This is an optimization exercise on Yosys and OpenROAD, whose aim is small area, a short achievable clock period and few clock cycles per item, not a production implementation.
Where RTL was checked, it was by simulation tests only, not by an equivalence proof against the original.

Setup of the previous run:
==> flow/design.v <==
module prs_decoder (
    input  wire        clk,
    input  wire        rst,           
    input  wire        in_valid,
    output wire        in_ready,
    input  wire [31:0] in_data,
    output wire        out_valid,
    input  wire        out_ready,
    output wire [14:0] out_sample,
    output wire        out_last
);
    integer i;
    reg  [3:0]  bwl;            
    reg         bwx;            
    reg         nxt_v;
    reg  [3:0]  nK;
    reg  [2:0]  nes;            
    reg         nsgn;
    reg  [31:0] B0, B1;         
    reg         B0v, B1v;
    reg         in_rdy;
    wire exp_ctrl  = (bwl == 4'd0) && !bwx;
    assign in_ready = in_rdy;
    wire in_fire   = in_valid && in_rdy;
    wire ctrl_fire = in_fire && exp_ctrl;
    wire body_fire = in_fire && !exp_ctrl;
    wire [31:0] in_s;
    genvar gi;
    generate
        for (gi = 0; gi < 32; gi = gi + 1) begin : g_ord
            assign in_s[gi] = in_data[8 * (gi / 8) + 7 - (gi % 8)];
        end
    endgenerate
    reg         cur_v;
    reg  [3:0]  K;
    reg  [2:0]  es;
    reg         sgn;
    reg  [4:0]  idx;            
    reg  [4:0]  ptr;            
    reg  [15:0] lacc;           
    reg         lz;             
    reg         chk;            
    wire        rawblk  = (K == 4'd15);
    wire        rawmode = rawblk || (idx[4:1] == 4'd0);
    wire        last    = (idx == 5'd31);
    wire [63:0] cbuf = {B1, B0};
    wire [21:0] w    = cbuf >> ptr;           
    reg  [21:0] wr;                            
    always @(*) for (i = 0; i < 22; i = i + 1) wr[i] = w[21 - i];
    reg  [8:0]  th;
    always @(*) begin
        th[0] = 1'b1;
        for (i = 1; i < 9; i = i + 1) th[i] = th[i - 1] & w[i - 1];
    end
    wire        all8 = th[8];
    reg  [2:0]  L;
    always @(*) begin
        casez (w[6:0])
            7'b??????0: L = 3'd0;
            7'b?????01: L = 3'd1;
            7'b????011: L = 3'd2;
            7'b???0111: L = 3'd3;
            7'b??01111: L = 3'd4;
            7'b?011111: L = 3'd5;
            7'b0111111: L = 3'd6;
            default:    L = 3'd7;
        endcase
    end
    wire        chunk = !rawmode && all8;
    wire [4:0]  sh    = 5'd21 - {1'b0, K} - {2'b00, L};
    reg  [13:0] maskK;
    always @(*) for (i = 0; i < 14; i = i + 1) maskK[i] = (i < K);
    wire [21:0] wsh   = wr >> sh;
    wire [13:0] low   = wsh[13:0] & maskK;
    wire [15:0] u     = (lacc & {16{!lz}}) | ({13'd0, L} << K) | {2'b00, low};
    wire [14:0] rawval = sgn ? wr[21:7] : {1'b0, wr[21:8]};
    wire [5:0]  ptrW  = {1'b0, ptr} + (sgn ? 6'd15 : 6'd14);
    wire [5:0]  ptr8  = {1'b0, ptr} + 6'd8;
    wire [5:0]  ptrK1 = {1'b0, ptr} + {2'b00, K} + 6'd1;
    wire [4:0]  ptrR  = ptrK1[4:0] + {2'b00, L};
    reg         rc_crs, rc_over;
    always @(*) begin
        rc_crs = ptrK1[5];
        rc_over  = ptrK1[5] && (ptrK1[4:0] != 5'd0 || th[1]);
        for (i = 1; i < 8; i = i + 1) begin
            if (ptrK1 == 6'd32 - i) rc_crs = th[i];
            if (ptrK1 == 6'd33 - i) rc_over  = th[i];
        end
    end
    wire        crs   = rawmode ? ptrW[5] : chunk ? ptr8[5] : rc_crs;
    wire        over  = rawmode ? (ptrW > 6'd32) : rc_over;
    wire [4:0]  pnext = rawmode ? ptrW[4:0] : chunk ? ptr8[4:0] : ptrR;
    wire        ffit  = rawmode ? (ptrW <= 6'd32) : ({1'b0, ptr} + {2'b00, K} <= 6'd24);
    wire        efit  = rawmode ? (ptrW <= 6'd32) : chunk ? (ptr8 <= 6'd32) : !rc_over;
    reg         d_v, d_raw, d_last, d_sgn;
    reg  [2:0]  d_es;
    reg  [15:0] d_val;
    reg         q_v, q_raw, q_last, q_sgn, q_e0;
    reg  [16:0] q_val;
    reg  [1:0]  npc;
    reg         last1, last0;
    reg  [14:0] xr1, xr0;
    reg         h_v, h_last;
    reg  [14:0] h;
    wire r_go   = q_v && !npc[1];
    wire q_free = !q_v || !npc[1];
    wire d_mov  = d_v && q_free;
    wire d_free = !d_v || q_free;
    wire go     = d_free && cur_v && B0v && (B1v || ffit || chk);
    wire dec    = go && !chunk;
    wire bend   = dec && last;
    wire cfree  = !cur_v || bend;
    wire take   = nxt_v && cfree;
    wire direct = !nxt_v && cfree && ctrl_fire;    
    wire drop1 = go && (crs || bend);
    wire drop2 = bend && over;
    wire       nxt_vn = (ctrl_fire && !direct) || (nxt_v && !take);
    wire       B0v_n  = drop2 ? body_fire
                      : drop1 ? (B1v || body_fire)
                      : (B0v || body_fire);
    wire       B1v_n  = drop2 ? 1'b0
                      : drop1 ? (B1v && body_fire)
                      : (B1v || (B0v && body_fire));
    wire       expc_n = ctrl_fire ? 1'b0
                      : body_fire ? (bwl == 4'd0 || (bwl == 4'd1 && !bwx)) : exp_ctrl;
    wire       has   = (npc != 2'd0);
    wire       h_ld  = (!h_v || out_ready) && has;
    wire [1:0] np_a  = npc + {1'b0, r_go};
    wire [1:0] np_r  = has ? np_a - 2'd1 : np_a;              
    wire [1:0] np_n  = (!h_v && has) ? np_a - 2'd1 : np_a;    
    reg  [15:0] lacc_inc;
    reg         cy;
    always @(*) begin
        cy = 1'b0;
        for (i = 0; i < 16; i = i + 1) begin
            lacc_inc[i] = (lacc[i] && !lz) ^ (cy || (i == K + 3));
            cy = (cy || (i == K + 3)) && lacc[i] && !lz;
        end
    end
    always @(posedge clk) begin
        if (rst) begin
            bwl    <= 4'd0;
            bwx    <= 1'b0;
            nxt_v  <= 1'b0;
            in_rdy <= 1'b1;
            B0v    <= 1'b0;
            B1v    <= 1'b0;
            cur_v  <= 1'b0;
            chk    <= 1'b0;
            d_v    <= 1'b0;
            q_v    <= 1'b0;
            npc    <= 2'd0;
            h_v    <= 1'b0;
        end else begin
            if (ctrl_fire) begin
                bwl <= in_data[5:2];
                bwx <= |in_data[1:0];
            end else if (body_fire) begin
                if (bwl != 4'd0)
                    bwl <= bwl - 4'd1;
                else
                    bwx <= 1'b0;
            end
            nxt_v  <= nxt_vn;
            B0v    <= B0v_n;
            B1v    <= B1v_n;
            in_rdy <= expc_n ? !nxt_vn : !B1v_n;
            chk    <= !go && cur_v && B0v && efit;
            if (take || direct)
                cur_v <= 1'b1;
            else if (bend)
                cur_v <= 1'b0;
            if (dec)
                d_v <= 1'b1;
            else if (d_mov)
                d_v <= 1'b0;
            if (d_mov)
                q_v <= 1'b1;
            else if (r_go)
                q_v <= 1'b0;
            npc <= out_ready ? np_r : np_n;
            h_v <= out_ready ? has : (h_v || has);
        end
        if (!cur_v) begin
            ptr <= 5'd0;
            idx <= 5'd0;
            lz  <= 1'b1;
        end else if (go) begin
            ptr <= bend ? 5'd0 : pnext;
            lz  <= !chunk;
            if (dec)
                idx <= idx + 5'd1;
        end
        if (go && chunk)
            lacc <= lacc_inc;
        if (!nxt_v) begin
            nK   <= in_data[31:28];
            nes  <= in_data[24] ? 3'd0 : in_data[27:25];
            nsgn <= (in_data[19:16] == 4'd14);
        end
        if (take) begin
            K   <= nK;
            es  <= nes;
            sgn <= nsgn;
        end else if (direct) begin
            K   <= in_data[31:28];
            es  <= in_data[24] ? 3'd0 : in_data[27:25];
            sgn <= (in_data[19:16] == 4'd14);
        end
        if (drop2 || (drop1 && !B1v) || !B0v)
            B0 <= in_s;
        else if (drop1)
            B0 <= B1;
        if (drop1 || !B1v)
            B1 <= in_s;
        if (dec) begin
            d_raw  <= rawmode;
            d_last <= last;
            d_sgn  <= sgn;
            d_es   <= es;
            d_val  <= rawmode ? {1'b0, rawval} : u;
        end
        if (d_mov) begin
            q_raw  <= d_raw;
            q_last <= d_last;
            q_sgn  <= d_sgn;
            q_e0   <= (d_es == 3'd0);
            q_val  <= d_raw ? {2'b00, d_val[14:0]} : qs;
        end
        if (r_go) begin
            last1 <= q_last;
            last0 <= last1;
            xr1   <= xr_n;
            xr0   <= xr1;
        end
        if (h_ld) begin
            h      <= npc[1] ? xr0 : xr1;
            h_last <= npc[1] ? last0 : last1;
        end
    end
    wire [16:0] qd = {1'b0, d_val[15:1]} ^ {17{d_val[0]}};
    wire [16:0] qs = (d_es == 3'd0) ? qd : qd + (qd << d_es);
    wire [16:0] x1e  = {{2{xr1[14]}}, xr1};
    wire [16:0] x0e  = {{2{xr0[14]}}, xr0};
    wire [16:0] pr   = (x1e << 1) - x0e;
    wire [16:0] csa_s = (x1e << 1) ^ ~x0e ^ q_val;
    wire [16:0] csa_c = ((((x1e << 1) & ~x0e) | ((x1e << 1) & q_val) | (~x0e & q_val)) << 1) | 17'd1;
    wire [16:0] sA    = csa_s + csa_c;
    wire        a_hi  = (!sA[16] && sA[15:14] != 2'b00) || (!q_e0 && sA == 17'h03FFF);
    wire        a_lo  = q_sgn ? ((sA[16] && (sA[15:14] != 2'b11 || sA[13:0] == 14'd0)) || (!q_e0 && sA == 17'h1C001))
                              : sA[16];
    wire        pr_hi = (!pr[16] && pr[15:14] != 2'b00) || (!q_e0 && pr == 17'h03FFF);
    wire        pr_lo = q_sgn ? ((pr[16] && (pr[15:14] != 2'b11 || pr[13:0] == 14'd0)) || (!q_e0 && pr == 17'h1C001))
                              : pr[16];
    wire [14:0] HI = q_e0 ? 15'h3FFF : 15'h3FFE;
    wire [14:0] LO = q_sgn ? (q_e0 ? 15'h4001 : 15'h4002) : 15'h0000;
    reg  [16:0] tdn, tup;
    reg  [16:0] nz, no;         
    always @(*) begin
        nz[0] = 1'b1; no[0] = 1'b1; nz[1] = 1'b1; no[1] = 1'b1;
        for (i = 2; i < 17; i = i + 1) begin
            nz[i] = ~|(q_val[15:1] & ((16'd1 << (i - 1)) - 16'd1));
            no[i] = &(q_val[15:1] | ~((16'd1 << (i - 1)) - 16'd1));
        end
        tdn[0] = q_val[0] ^ q_e0;
        tup[0] = q_val[0] ^ q_e0;
        for (i = 1; i < 17; i = i + 1) begin
            tdn[i] = q_val[i] ^ ((q_e0 ? !q_val[0] : 1'b1) && nz[i]);
            tup[i] = q_val[i] ^ ((q_e0 ?  q_val[0] : 1'b1) && no[i]);
        end
    end
    wire [16:0] sH = {tdn[16] ^ (tdn[15] & tdn[14]), tdn[15] ^ tdn[14], !tdn[14], tdn[13:0]};
    wire        h_lo = q_sgn ? (sH[16] && (sH[15:14] != 2'b11 || sH[13:0] == 14'd0 || (!q_e0 && sH == 17'h1C001)))
                             : sH[16];
    wire [14:0] cH = !q_val[16] ? HI : h_lo ? LO : sH[14:0];
    wire [16:0] sLs = {tup[16] ^ (!tup[15] & !tup[14]), tup[15] ^ !tup[14], !tup[14], tup[13:0]};
    wire [16:0] sL  = q_sgn ? sLs : q_val;
    wire        l_hi = (!sL[16] && sL[15:14] != 2'b00) || (!q_e0 && sL == 17'h03FFF);
    wire [14:0] cL = (q_val[16] || q_val == 17'd0) ? LO : l_hi ? HI : sL[14:0];
    wire [14:0] xr_n = q_raw ? q_val[14:0]
                     : pr_hi ? cH
                     : pr_lo ? cL
                     : a_hi  ? HI
                     : a_lo  ? LO
                     : sA[14:0];
    assign out_valid  = h_v;
    assign out_sample = h;
    assign out_last   = h_last;
endmodule
clock: 20.0 ns
lec_check: 0
cap_margin: 20
core_margin: 2
core_utilization: 40
slew_margin: 20
standard.sh (not shown) runs the stock make flow with config.mk's settings and CLKGATE_MAP_FILE= SYNTH_SCRIPT=/design/flow/synth_recipe.tcl, a recipe that flattens the netlist after the stock synthesis.
==> flow/flow/run.sh <==
#!/bin/bash
# The standard layout, with two changes to how it is made:
# - repair_timing is asked to leave 15 ns of setup slack at the design's
#   clock (and may resize cells to other footprints), which shortens the
#   layout's critical path;
# - every input and output port still gets a buffer, but a plain buf_2
#   instead of the slower delay buffer buffer_ports picks by default.
set -uo pipefail
bash standard.sh SETUP_SLACK_MARGIN=15 MATCH_CELL_FOOTPRINT=0 \
  "BUFFER_PORTS_ARGS=-buffer_cell sky130_fd_sc_hd__buf_2" finish > make.log 2>&1
Testbench counts of the previous run, summed over its fixed seeds: cycles 17,368, blocks 512.
The inputs of the current run differ from those of the previous run as listed below.
--- a/flow/design.v
+++ b/flow/design.v
@@ -95,17 +95,15 @@
     reg         d_v, d_raw, d_last, d_sgn;
     reg  [2:0]  d_es;
     reg  [15:0] d_val;
     reg         q_v, q_raw, q_last, q_sgn, q_e0;
     reg  [16:0] q_val;
-    reg  [1:0]  npc;
+    reg  [1:0]  npend;
     reg         last1, last0;
     reg  [14:0] xr1, xr0;
-    reg         h_v, h_last;
-    reg  [14:0] h;
-    wire r_go   = q_v && !npc[1];
-    wire q_free = !q_v || !npc[1];
+    wire r_go   = q_v && !npend[1];
+    wire q_free = !q_v || !npend[1];
     wire d_mov  = d_v && q_free;
     wire d_free = !d_v || q_free;
     wire go     = d_free && cur_v && B0v && (B1v || ffit || chk);
     wire dec    = go && !chunk;
     wire bend   = dec && last;
@@ -121,15 +119,13 @@
     wire       B1v_n  = drop2 ? 1'b0
                       : drop1 ? (B1v && body_fire)
                       : (B1v || (B0v && body_fire));
     wire       expc_n = ctrl_fire ? 1'b0
                       : body_fire ? (bwl == 4'd0 || (bwl == 4'd1 && !bwx)) : exp_ctrl;
-    wire       has   = (npc != 2'd0);
-    wire       h_ld  = (!h_v || out_ready) && has;
-    wire [1:0] np_a  = npc + {1'b0, r_go};
-    wire [1:0] np_r  = has ? np_a - 2'd1 : np_a;              
-    wire [1:0] np_n  = (!h_v && has) ? np_a - 2'd1 : np_a;    
+    wire       has   = (npend != 2'd0);
+    wire [1:0] np_a  = npend + {1'b0, r_go};
+    wire [1:0] np_r  = has ? np_a - 2'd1 : np_a;
     reg  [15:0] lacc_inc;
     reg         cy;
     always @(*) begin
         cy = 1'b0;
         for (i = 0; i < 16; i = i + 1) begin
@@ -147,12 +143,11 @@
             B1v    <= 1'b0;
             cur_v  <= 1'b0;
             chk    <= 1'b0;
             d_v    <= 1'b0;
             q_v    <= 1'b0;
-            npc    <= 2'd0;
-            h_v    <= 1'b0;
+            npend  <= 2'd0;
         end else begin
             if (ctrl_fire) begin
                 bwl <= in_data[5:2];
                 bwx <= |in_data[1:0];
             end else if (body_fire) begin
@@ -176,12 +171,11 @@
                 d_v <= 1'b0;
             if (d_mov)
                 q_v <= 1'b1;
             else if (r_go)
                 q_v <= 1'b0;
-            npc <= out_ready ? np_r : np_n;
-            h_v <= out_ready ? has : (h_v || has);
+            npend <= out_ready ? np_r : np_a;
         end
         if (!cur_v) begin
             ptr <= 5'd0;
             idx <= 5'd0;
             lz  <= 1'b1;
@@ -230,14 +224,10 @@
         if (r_go) begin
             last1 <= q_last;
             last0 <= last1;
             xr1   <= xr_n;
             xr0   <= xr1;
-        end
-        if (h_ld) begin
-            h      <= npc[1] ? xr0 : xr1;
-            h_last <= npc[1] ? last0 : last1;
         end
     end
     wire [16:0] qd = {1'b0, d_val[15:1]} ^ {17{d_val[0]}};
     wire [16:0] qs = (d_es == 3'd0) ? qd : qd + (qd << d_es);
     wire [16:0] x1e  = {{2{xr1[14]}}, xr1};
@@ -281,9 +271,9 @@
                      : pr_hi ? cH
                      : pr_lo ? cL
                      : a_hi  ? HI
                      : a_lo  ? LO
                      : sA[14:0];
-    assign out_valid  = h_v;
-    assign out_sample = h;
-    assign out_last   = h_last;
+    assign out_valid  = (npend != 2'd0);
+    assign out_sample = npend[1] ? xr0 : xr1;
+    assign out_last   = npend[1] ? last0 : last1;
 endmodule
==> run notes <==
- In the current run relative to the previous run, via count of the first global-routing pass had gone down by a few percent.
- Of the two values seen for main combinational cell family by area after synthesis, multiplexers was produced by the current run and compound AO/OA/AOI/OAI gates by the previous run.
- For average wire length per cell after detail routing, dividing the value from the current run by the value from the previous run gives 1.06.
- Adder-cell share of the synthesized area: the previous run vs the current run — no meaningful difference
- | synthesis-to-finish area growth | the current run vs the previous run | 0.40 points higher |
- Comparing the two runs side by side, the current run comes out behind the previous run on worst setup slack.
- For the post-route clock period utilization, the current run came in 2.5 points higher than the previous run did.
- The via count of the current run was superior to that of the previous run.
- The current run vs. the previous run: worst endpoint data arrival time saw an increase; global-route usage up 1.8 points; number of flops mapped to enable cells by yosys saw a decrease.
- Delta (the current run minus the previous run): clock-buffer cell count fell 13, sequential share of layout area shows a reduction of 2.0 points, count of filler cells inserted in the layout has decreased.
For the current run, only the layout was checked, not whether the RTL still works.

[separate check: timing with driven ports]
Ports are ideal in the flow. The routed layouts listed here were re-timed in OpenROAD.
Step 1, drivers: a clkbuf_16 drives clk and a buf_2 each remaining input, both assumed.
Step 2 times the ports against the registers' clock, not the clock port: input delays grow and output delays shrink by t, the midpoint of the rising clock arrivals with the driver on.
Slacks: no drivers / after step 1 / after step 2; pairs: no drivers / after step 1.
run	t, ns	setup slack, ns	latest minus earliest clock arrival (ns)
the previous run	0.617	14.938 / 14.882 / 14.597	0.012 / 0.013
the current run	0.546	14.442 / 14.385 / 14.726	0.025 / 0.025
After both steps every run listed still meets setup and hold. The setup slack of the previous run, which loses most, moves by -0.056 ns with the drivers and by -0.341 ns with both steps.
